This design comes from an exercise in tuning for small area, a short achievable clock period and few clock cycles per item on the open sky130 flow, not from production work. In this exercise RTL edits were held to simulation tests only and were not proved equivalent to the original. The flow treats the clock pin as an ideal source, which a real chip does not have.

==> flow/design.v (outline; a module is shown in full before it is edited, if it fits) <==
// module d12_mix_a: 7 lines
// module d12_mix_b: 9 lines
// module d12_mul_c1: 353 lines
// module d12_mul_c2: 386 lines
// module d12_partmul: 446 lines
// module d12_keys: 165 lines
module d12_keys (
    input  wire        clk,
    input  wire        rst,         
    input  wire        in_valid,
    output wire        in_ready,
    input  wire [2:0]  in_op,
    input  wire        in_first,    
    input  wire [63:0] in_a,
    input  wire [31:0] in_b,
    input  wire [6:0]  in_n,
    output wire        out_valid,
    input  wire        out_ready,
    output wire [31:0] out_data
);
  // ...
==> flow/flow/run.sh <==
#!/bin/bash
# The standard layout with these changes:
# - the port buffers are sky130_fd_sc_hd__buf_2 instead of the resizer's
#   default choice (a slow delay buffer); every port still gets its own buffer;
# - after the standard synthesis, polar_fix.py removes inverters around the
#   full and half adders and xor gates by choosing which of them work on
#   complemented signals (see polar_fix.py). Registers and all other cells
#   are left as they are.
# - clock tree synthesis inserts no dummy loads (the same clock_tree_synthesis
#   arguments as the standard flow builds from config.mk, plus
#   -dont_use_dummy_load).
set -euo pipefail
export CTS_ARGS="-sink_clustering_enable -repair_clock_nets -sink_clustering_size 24 -sink_clustering_max_diameter 100 -buf_list sky130_fd_sc_hd__clkbuf_16 -dont_use_dummy_load"
export BUFFER_PORTS_ARGS="-buffer_cell sky130_fd_sc_hd__buf_2"
R=orfs/results/sky130hd/d12_keys/base
bash standard.sh synth > synth.log 2>&1
cp $R/1_2_yosys.v yosys_standard.v
python3 flow/polar_fix.py $R/1_2_yosys.v > polar.log 2>&1
rm -f $R/1_synth.odb $R/1_synth.sdc
bash standard.sh > standard.log 2>&1
==> flow/flow/polar_fix.py <==
#!/usr/bin/env python3
"""Remove inverters around the adders of a mapped sky130 netlist.

- A full adder (sky130_fd_sc_hd__fa) is self-dual: fed the complements of its
  inputs, its outputs carry the complements of their old values. Each may be
  'flipped' so.
- A half adder (ha) may be rebuilt from an xor2/xnor2 and a nand2 or nor2 of
  the same area: with its inputs as they are and its carry complemented
  (xor2/xnor2 + nand2), or with its inputs complemented and its carry as it is
  (xor2/xnor2 + nor2). The sum's polarity is free either way.
- An xor2 or xnor2 absorbs the complement of any input, and gives either
  polarity of its output, by swapping one for the other.

The script chooses these forms (greedily, then by simulated annealing) to minimise the number of nets that
need an inverted copy, then rewires every pin to its net or to a single shared
inverter of it. Registers and all other cells are unchanged.

usage: polar_fix.py NETLIST.v   (rewritten in place)
"""
import re, sys, random

OUT_PINS = {'X', 'Y', 'Q', 'Q_N', 'SUM', 'COUT', 'HI', 'LO'}
path = sys.argv[1]
text = open(path).read()

m = re.search(r'^module\s+(\w+)\s*\(([^;]*)\);', text, re.M)
ports = set(p.strip() for p in m.group(2).split(','))
body_start = m.end()
end = text.rindex('endmodule')

inst_re = re.compile(r'^\s*(sky130_fd_sc_hd__\w+)\s+(\S+)\s*\((.*?)\);\s*$', re.S | re.M)
cells = []
for im in inst_re.finditer(text, body_start, end):
    pins = [(p, n.strip()) for p, n in re.findall(r'\.(\w+)\(([^()]*)\)', im.group(3))]
    cells.append([im.group(1), im.group(2), pins, im.start(), im.end()])
head = text[:cells[0][3]]
tail = text[cells[-1][4]:]


def ref(n):
    # an escaped identifier ends at white space
    return n + ' ' if n.startswith('\\') else n


def base(n):
    return n.split('[')[0].strip()


def is_const(n):
    return "'" in n or n == ''


def kind(t):
    if re.fullmatch(r'sky130_fd_sc_hd__(clk)?inv_\d+', t): return 'inv'
    if re.fullmatch(r'sky130_fd_sc_hd__fa_\d+', t): return 'fa'
    if re.fullmatch(r'sky130_fd_sc_hd__ha_\d+', t): return 'ha'
    if t in ('sky130_fd_sc_hd__xor2_1', 'sky130_fd_sc_hd__xnor2_1'): return 'xor'
    return 'other'


K = [kind(c[0]) for c in cells]
driver = {}
for ci, (t, nm, pins, s, e) in enumerate(cells):
    for p, n in pins:
        if p in OUT_PINS:
            driver[n] = (ci, p)

# inverters that may go: output not a port, input not a constant
removable = set()
for ci, (t, nm, pins, s, e) in enumerate(cells):
    if K[ci] == 'inv':
        pd = dict(pins)
        if base(pd['Y']) not in ports and not is_const(pd['A']):
            removable.add(ci)


def source(n):
    par = 0
    while n in driver and driver[n][0] in removable:
        n = dict(cells[driver[n][0]][2])['A']
        par ^= 1
    return n, par


# cells whose outputs drive ports keep their form
fixed = set()
for ci, (t, nm, pins, s, e) in enumerate(cells):
    for p, n in pins:
        if p in OUT_PINS and base(n) in ports:
            fixed.add(ci)

# state per cell: fa: flip; ha: one of HA_STATES; xor: output flip
HA_STATES = [(0, 0, 0), (0, 0, 1), (0, 1, 1), (1, 0, 0), (1, 1, 0)]   # (in, sum, carry)
state = {}


def out_pol(ci, p):
    k = K[ci]
    st = state.get(ci, 0)
    if k == 'fa': return st
    if k == 'ha':
        i, sf, cf = HA_STATES[st]
        return sf if p == 'SUM' else cf
    if k == 'xor': return st
    return 0


def in_pol(ci):
    k = K[ci]
    st = state.get(ci, 0)
    if k == 'fa': return st
    if k == 'ha': return HA_STATES[st][0]
    return 0


conns = []      # (root net, load cell, parity)
for ci, (t, nm, pins, s, e) in enumerate(cells):
    if ci in removable:
        continue
    for p, n in pins:
        if p in OUT_PINS or is_const(n):
            continue
        r, par = source(n)
        conns.append((r, ci, par))
by_cell, by_root = {}, {}
for k, (r, ci, par) in enumerate(conns):
    by_cell.setdefault(ci, []).append(k)
    by_root.setdefault(r, []).append(k)
    if r in driver:
        by_cell.setdefault(driver[r][0], []).append(k)


def need(k):
    r, ci, par = conns[k]
    if K[ci] == 'xor':
        return 0
    have = out_pol(*driver[r]) if r in driver else 0
    return par ^ have ^ in_pol(ci)


def root_cost(r):
    return 1 if any(need(k) for k in by_root[r]) else 0


def cost_around(ci):
    return sum(root_cost(r) for r in set(conns[k][0] for k in by_cell.get(ci, [])))


before = sum(root_cost(r) for r in by_root)
n_states = {'fa': 2, 'ha': len(HA_STATES), 'xor': 2}
movable = [ci for ci in range(len(cells)) if K[ci] in n_states and ci not in fixed]
best = None
for seed in range(1, 5):
    state = {}
    rng = random.Random(seed)
    order = list(movable)
    for it in range(10):
        rng.shuffle(order)
        changed = 0
        for ci in order:
            cur = state.get(ci, 0)
            c_best, s_best = cost_around(ci), cur
            for st in range(n_states[K[ci]]):
                if st == cur:
                    continue
                state[ci] = st
                c = cost_around(ci)
                if c < c_best:
                    c_best, s_best = c, st
            state[ci] = s_best
            if s_best != cur:
                changed += 1
        if not changed:
            break
    c = sum(root_cost(r) for r in by_root)
    if best is None or c < best[0]:
        best = (c, dict(state))
state = best[1]

# refine by simulated annealing over single-cell moves
rng = random.Random(7)
cur_cost = best[0]
temp = 1.0
for step in range(60000):
    ci = movable[rng.randrange(len(movable))]
    old = state.get(ci, 0)
    st = rng.randrange(n_states[K[ci]] - 1)
    if st >= old:
        st += 1
    c0 = cost_around(ci)
    state[ci] = st
    d = cost_around(ci) - c0
    if d <= 0 or rng.random() < pow(2.718281828, -d / temp):
        cur_cost += d
        if cur_cost < best[0]:
            best = (cur_cost, dict(state))
    else:
        state[ci] = old
    temp = max(0.05, 1.0 - step / 50000.0)
state = best[1]
after = sum(root_cost(r) for r in by_root)

# rewire
inv_of = {}
new_cells, new_wires = [], []


def inverted(r):
    if r not in inv_of:
        k = len(new_wires)
        w = 'pinv_%d_' % k
        new_wires.append(w)
        inv_of[r] = w
        new_cells.append('  sky130_fd_sc_hd__inv_1 pinvc_%d_ (\n    .A(%s),\n    .Y(%s)\n  );\n' % (k, ref(r), w))
    return inv_of[r]


def inst(t, nm, pins):
    return '  sky130_fd_sc_hd__%s %s (\n%s\n  );\n' % (t, ref(nm), ',\n'.join('    .%s(%s)' % (p, ref(n)) for p, n in pins))


def sub(nm, suffix):
    return nm + suffix if not nm.startswith('\\') else nm + '_' + suffix


out = []
counts = {'fa': 0, 'ha': 0, 'xor': 0}
for ci, (t, nm, pins, s, e) in enumerate(cells):
    if ci in removable:
        continue
    k = K[ci]
    newpins, invs = [], 0
    for p, n in pins:
        if p in OUT_PINS or is_const(n):
            newpins.append((p, n))
            continue
        r, par = source(n)
        have = out_pol(*driver[r]) if r in driver else 0
        if k == 'xor':
            invs ^= par ^ have          # absorbed by the cell's type
            newpins.append((p, r))
        else:
            newpins.append((p, inverted(r) if par ^ have ^ in_pol(ci) else r))
    pd = dict(newpins)
    if k == 'xor':
        xnor = (t == 'sky130_fd_sc_hd__xnor2_1') ^ invs ^ state.get(ci, 0)
        o = pd.get('X', pd.get('Y'))
        if xnor != (t == 'sky130_fd_sc_hd__xnor2_1') or state.get(ci, 0):
            counts['xor'] += 1
        out.append(inst('xnor2_1' if xnor else 'xor2_1', nm,
                        [('A', pd['A']), ('B', pd['B']), ('Y' if xnor else 'X', o)]))
    elif k == 'ha' and state.get(ci, 0):
        i, sf, cf = HA_STATES[state[ci]]
        counts['ha'] += 1
        out.append(inst('xnor2_1' if sf else 'xor2_1', sub(nm, 's'),
                        [('A', pd['A']), ('B', pd['B']), ('Y' if sf else 'X', pd['SUM'])]))
        out.append(inst('nor2_1' if i else 'nand2_1', sub(nm, 'c'),
                        [('A', pd['A']), ('B', pd['B']), ('Y', pd['COUT'])]))
    else:
        if k == 'fa' and state.get(ci, 0):
            counts['fa'] += 1
        out.append(inst(t[len('sky130_fd_sc_hd__'):], nm, newpins))

# drop declarations of nets that only the removed inverters drove
dead = set(dict(cells[ci][2])['Y'] for ci in removable)
used = set()
for line in out + new_cells:
    for n in re.findall(r'\.\w+\(([^()]*)\)', line):
        used.add(n.strip())
head_lines = []
for line in head.splitlines(True):
    mm = re.fullmatch(r'\s*wire\s+(\\?\S+);\s*\n?', line)
    if mm and mm.group(1) in dead and mm.group(1) not in used:
        continue
    head_lines.append(line)
head = ''.join(head_lines) + ''.join('  wire %s;\n' % w for w in new_wires)

open(path, 'w').write(head + ''.join(out) + ''.join(new_cells) + tail)
print('inverters removable %d, inverted nets before %d after %d, new inverters %d; '
      'flipped full adders %d, rebuilt half adders %d, swapped xor/xnor %d'
      % (len(removable), before, after, len(new_cells), counts['fa'], counts['ha'], counts['xor']))
==> flow/standard.sh <==
#!/bin/bash
# synth_recipe.tcl (not shown) runs the flow's synth.tcl, then flattens the netlist and writes it again
# the make line also repeats each setting of config.mk as NAME=value (left out here)
make -C /OpenROAD-flow-scripts/flow DESIGN_CONFIG=/design/flow/config.mk WORK_HOME=/design/flow/orfs CLKGATE_MAP_FILE= SYNTH_SCRIPT=/design/flow/synth_recipe.tcl "${@:-finish}"
==> flow/config.mk <==
export PLATFORM = sky130hd
export DESIGN_NAME = d12_keys
export DESIGN_NICKNAME = d12_keys
export VERILOG_FILES = /design/flow/design.v
export SDC_FILE = /design/flow/constraint.sdc
export NUM_CORES = 4
export LEC_CHECK = 0
export CAP_MARGIN = 20
export CORE_MARGIN = 2
export CORE_UTILIZATION = 60
export CTS_BUF_LIST = sky130_fd_sc_hd__clkbuf_16
export CTS_CLUSTER_DIAMETER = 100
export CTS_CLUSTER_SIZE = 24
export SLEW_MARGIN = 20
==> flow/constraint.sdc <==
create_clock -name core_clock -period 34.0 [get_ports {clk}]
set_input_delay 6.8000 -clock core_clock [delete_from_list [all_inputs] [get_ports {clk}]]
set_output_delay 6.8000 -clock core_clock [all_outputs]
set_load 0.01 [all_outputs]
==> metrics.csv, run 1 <==
stage;metric;value;unit
critical_path;endpoint;out_data[31];
floorplanning;core;74600;µm²
route;routed-wl-met2;56700;µm
critical_path;worstPathRequired;27200;ps
finish;drive_gt1_frac;0.0748;
sta;finalSetupViolations;0;
finish;multi_input_area;30400;µm²
run_status;status;timing/DRC/antenna clean;
floorplanning;tap_cells;969;
finish;design.seq.count;518;
cts;ctsHoldBuffers;0;
finish;mostFrequentLayoutCells;fa_1, nor2_1, xor2_1, edfxtp_1, inv_1;
sta;whs;466;ps
global_routing;grt_pass1_vias;32400;
route;drt-vias-per-instance;5.95;
critical_path;crit_start;o_data[31];
sta;timing.fmax;124;MHz
critical_path;critPathKind;register to output port;
sta;skew;123;ps
critical_path;r2r_setup_slack;26740;ps
finish;comb.multi_input.count;3298;
logic_synthesis;synth.avg_cell_area;10.6;µm²
cts;cts_buffers;29;
floorplanning;fp-row-count;100;
placement;routabilityCongestion;0.964;
critical_path;worst_setup_path_start_kind;register;
finish;fin_util;0.644;
critical_path;rr_worst_depth;22;
finish;largest_reg_flops;192;
placement;port_buffers;144;
min_path;hold_class;register to register;
cts;clk_pin_slew;100;ps
Testbench counts, summed over its fixed seeds: cycles 9,680, items 9,600.
==> inputs of run 2 (changes only) <==
==> flow/flow/run.sh (replaced) <==
#!/bin/bash
# The standard layout with these changes:
# - the port buffers are sky130_fd_sc_hd__buf_4 instead of the resizer's
#   default choice (a slow delay buffer); every port still gets its own buffer;
# - after the standard synthesis, unbuffer.py removes the buffers synthesis
#   inserted (as the standard timing-driven placement does first), and
#   polar_fix.py removes inverters around the full and half adders and xor
#   gates by choosing which of them work on complemented signals (see
#   polar_fix.py). Registers and all other cells are left as they are;
set -euo pipefail
export BUFFER_PORTS_ARGS="-buffer_cell sky130_fd_sc_hd__buf_4"
R=orfs/results/sky130hd/d12_keys/base
bash standard.sh synth > synth.log 2>&1
cp $R/1_2_yosys.v yosys_standard.v
python3 flow/unbuffer.py $R/1_2_yosys.v > unbuffer.log 2>&1
python3 flow/polar_fix.py $R/1_2_yosys.v > polar.log 2>&1
rm -f $R/1_synth.odb $R/1_synth.sdc
bash standard.sh > standard.log 2>&1
--- a/flow/flow/polar_fix.py
+++ b/flow/flow/polar_fix.py
@@ -11,7 +11,7 @@
 - An xor2 or xnor2 absorbs the complement of any input, and gives either
   polarity of its output, by swapping one for the other.
 
-The script chooses these forms (greedily, then by simulated annealing) to minimise the number of nets that
+The script chooses these forms (greedily) to minimise the number of nets that
 need an inverted copy, then rewires every pin to its net or to a single shared
 inverter of it. Registers and all other cells are unchanged.
 
@@ -176,29 +176,7 @@
     if best is None or c < best[0]:
         best = (c, dict(state))
 state = best[1]
-
-# refine by simulated annealing over single-cell moves
-rng = random.Random(7)
-cur_cost = best[0]
-temp = 1.0
-for step in range(60000):
-    ci = movable[rng.randrange(len(movable))]
-    old = state.get(ci, 0)
-    st = rng.randrange(n_states[K[ci]] - 1)
-    if st >= old:
-        st += 1
-    c0 = cost_around(ci)
-    state[ci] = st
-    d = cost_around(ci) - c0
-    if d <= 0 or rng.random() < pow(2.718281828, -d / temp):
-        cur_cost += d
-        if cur_cost < best[0]:
-            best = (cur_cost, dict(state))
-    else:
-        state[ci] = old
-    temp = max(0.05, 1.0 - step / 50000.0)
-state = best[1]
-after = sum(root_cost(r) for r in by_root)
+after = best[0]
 
 # rewire
 inv_of = {}
==> flow/flow/unbuffer.py (new file) <==
#!/usr/bin/env python3
"""Remove the buffers that synthesis put into a mapped sky130 netlist, as the
standard flow's timing-driven global placement does (remove_buffers) before
it places the design. A buffer whose output is a port is kept.

usage: unbuffer.py NETLIST.v   (rewritten in place)
"""
import re, sys

OUT_PINS = {'X', 'Y', 'Q', 'Q_N', 'SUM', 'COUT', 'HI', 'LO'}
path = sys.argv[1]
text = open(path).read()
m = re.search(r'^module\s+(\w+)\s*\(([^;]*)\);', text, re.M)
ports = set(p.strip() for p in m.group(2).split(','))
end = text.rindex('endmodule')
inst_re = re.compile(r'^\s*(sky130_fd_sc_hd__\w+)\s+(\S+)\s*\((.*?)\);\s*$', re.S | re.M)
cells = []
for im in inst_re.finditer(text, m.end(), end):
    pins = [(p, n.strip()) for p, n in re.findall(r'\.(\w+)\(([^()]*)\)', im.group(3))]
    cells.append([im.group(1), im.group(2), pins, im.start(), im.end()])
head = text[:cells[0][3]]
tail = text[cells[-1][4]:]


def ref(n):
    return n + ' ' if n.startswith('\\') else n


def base(n):
    return n.split('[')[0].strip()


is_buf = lambda t: re.fullmatch(r'sky130_fd_sc_hd__(clk)?buf_\d+', t) is not None
alias = {}
drop = set()
for ci, (t, nm, pins, s, e) in enumerate(cells):
    if is_buf(t):
        pd = dict(pins)
        if base(pd['X']) in ports or "'" in pd['A']:
            continue
        alias[pd['X']] = pd['A']
        drop.add(ci)


def resolve(n):
    while n in alias:
        n = alias[n]
    return n


out = []
for ci, (t, nm, pins, s, e) in enumerate(cells):
    if ci in drop:
        continue
    newpins = [(p, n if p in OUT_PINS or "'" in n else resolve(n)) for p, n in pins]
    out.append('  %s %s (\n%s\n  );\n' % (t, ref(nm), ',\n'.join('    .%s(%s)' % (p, ref(n)) for p, n in newpins)))
dead = set(alias)
head = ''.join(l for l in head.splitlines(True)
               if not (re.fullmatch(r'\s*wire\s+(\\?\S+);\s*\n?', l)
                       and re.fullmatch(r'\s*wire\s+(\\?\S+);\s*\n?', l).group(1) in dead))
open(path, 'w').write(head + ''.join(out) + tail)
print('buffers removed %d' % len(drop))
--- a/flow/config.mk
+++ b/flow/config.mk
@@ -11,4 +11,5 @@
 export CTS_BUF_LIST = sky130_fd_sc_hd__clkbuf_16
 export CTS_CLUSTER_DIAMETER = 100
 export CTS_CLUSTER_SIZE = 24
+export GPL_TIMING_DRIVEN = 0
 export SLEW_MARGIN = 20
==> metrics.csv, run 2 <==
stage;metric;value;unit;change
logic_synthesis;ys_warn_count;4;;
global_routing;grtUsageTotal;0.319;;
cts;cts_root_buffer;clkbuf_16;;
min_path;min_delay_path_depth;0;;
floorplanning;die_area;76700;µm²;
cts;clk_pin_slew;100;ps;about the same
global_routing;gr-total-overflow;0;;
sta;worst_pin_slew;1170;ps;
critical_path;cp_max_fo;1;;
placement;port_buffers;144;;unchanged
finish;largest_reg_flops;192;;unchanged
floorplanning;fp.dieW;277;µm;
cts;postCtsResizedCells;0;;
critical_path;crit_path_end_kind;output port;;
floorplanning;fp-row-count;100;;unchanged
finish;diodes;0;;
critical_path;critical_path.cell_chain;buf_4;;
global_routing;grt_pass1_vias;32500;;+0.51%
sta;timing.fmax;125;MHz;+1.1%
cts;htree_levels;1;;
sta;slew_violations;0;;
global_routing;grt_pass1_wl;189000;µm;
critical_path;crit_family;flip-flops;;
critical_path;worst_path_max_delay_cell;edfxtp_1;;
sta;finalWorstSetupSlack;26000;ps;
route;via_count;31500;;
route;routed_wl;119000;µm;
sta;skew;51.9;ps;-71.5 ps
critical_path;timing.rr.end;d2_2[12];;
route;ant_nets;0;;
critical_path;r2r_start;s2_1[24];;
placement;place_area;48000;µm²;
finish;reg_top3;lo x192, e_idx x48;;
cts;clock_sinks;518;;
critical_path;max_stage_delay;430;ps;
sta;hold_viol;0;;
placement;dp_cells;5241;;
sta;whs;427;ps;-38.8 ps
cts;cts_buffers;27;;-6.9%
finish;final_common_cell;fa_1;;
logic_synthesis;syn_area;44700;µm²;
finish;regMostFlops;lo;;
logic_synthesis;synth_fp_nets;5000;;
route;dr.pass1.iters;6;;
route;wl_per_cell;22.5;µm;
critical_path;r2r_setup_slack;26250;ps;-490 ps
floorplanning;io_pins;145;;
sta;finalSetupViolations;0;;unchanged
logic_synthesis;synthCells;4090;;
finish;final_cells;5295;;
route;drcViolationCount;0;;
floorplanning;die_h;277;µm;
finish;finalInstanceArea;49000;µm²;
critical_path;critPathKind;register to output port;;
critical_path;rr_worst_depth;18;;-18%
finish;fin_util;0.662;;+0.0185
cts;clock_path_buffers;3;;
cts;insertion_delay;640;ps;
global_routing;grt_max_degree;102;;
placement;dp_slack;25720;ps;
sta;fin_crit_sh;0.235;;
critical_path;critPathArrivalTime;1200;ps;
finish;nets;5220;;
route;drt-vias-per-instance;5.95;;about the same
placement;dp_hpwl;92800;µm;
sta;slew_headroom;0.212;;
cts;cts_setup_buffers;0;;
finish;mostFrequentLayoutCells;fa_1, nor2_1, inv_1, edfxtp_1, dfxtp_1;;
placement;routabilityCongestion;0.964;;about the same
finish;drive_gt1_frac;0.0721;;-0.00265
cts;ctsHoldBuffers;0;;unchanged
job;max_cap_violations;0;;
min_path;min_to;ahi1[7];;
floorplanning;start_util;0.604;;
route;first_iter_violations;2629;;
global_routing;antenna_found_initial;3;;
critical_path;path_buf_inv;1;;
run_status;status;timing/DRC/antenna clean;;
finish;area_delta_synth_final;9.63;%;
min_path;worstHoldStart;ahi0[7];;
cts;cts_tree;done;;
min_path;hold_class;register to register;;
sta;grt_setup_unrepaired;false;;
logic_synthesis;synth.avg_cell_area;10.9;µm²;+3.1%
critical_path;worst_setup_path_start_kind;register;;
sta;setup_tns;0;ps;
critical_path;worstPathRequired;27200;ps;about the same
floorplanning;core;74100;µm²;-0.67%
sta;finalCriticalPeriod;8000;ps;
[run 2: worst max path at each step]
stage          startpoint            to  slack, ps  cells past startpoint
2_1_floorplan    sk_valid     lo[10][0]      23600                      5
3_3_place_gp     sk_valid     lo[10][0]      17410                      5
3_5_place_dp     in_op[1]        x0[18]      25720                      4
4_1_cts        o_data[25]  out_data[25]      25960                      1
5_1_grt          s2_1[24]      d2_2[12]      25810                     18
6_report       o_data[25]  out_data[25]      26000                      1
[run 2: per-layer routing]
metal | part of all wire | wire, µm | global-route usage | up-vias
met5 | 0.00013 | 16 | 0 | -
met4 | 0.026 | 3160 | 0.0744 | 2
met3 | 0.064 | 7610 | 0.0442 | 163
met2 | 0.48 | 57300 | 0.523 | 1067
met1 | 0.43 | 51100 | 0.454 | 15900
li1 | - | - | - | 14400
[run 2: layout make-up]
| class | count | area, µm² |
|---|---|---|
| Multi-Input combinational cell | 3261 | 30700 |
| Fill cell | 6003 | 25000 |
| Sequential cell | 518 | 13200 |
| Timing Repair Buffer | 191 | 1990 |
| Tap cell | 969 | 1210 |
| Inverter | 311 | 1170 |
| Clock buffer | 27 | 676 |
| Clock inverter | 18 | 144 |

[what the ideal ports hide]
How much do the figures lean on ideal ports? The routed layouts below were timed once more, with nothing changed but the port constraints. Step 1: set_driving_cell puts a clkbuf_16 on clk and a buf_2 on each other input, an assumption about the parent block. Step 2 also shifts input and output timing later by t, the mid clock arrival at the registers, as if the neighbouring blocks saw the same clock. a / b / c = ideal ports / drivers / drivers and shift; a / b = the first two.
| run | shift t [ns] | setup WS [ns] | clock arrival spread, ns | worst register clock-pin slew, ns |
|---|---|---|---|---|
| run 1 | 0.658 | 25.912 / 25.842 / 25.579 | 0.123 / 0.123 | 0.11 / 0.11 |
| run 2 | 0.680 | 26.000 / 25.931 / 25.821 | 0.054 / 0.054 | 0.11 / 0.11 |
After both steps setup and hold are still met in every run listed. For run 1, which loses most, drivers alone change the setup slack by -0.070 ns; drivers and shift together by -0.333 ns.
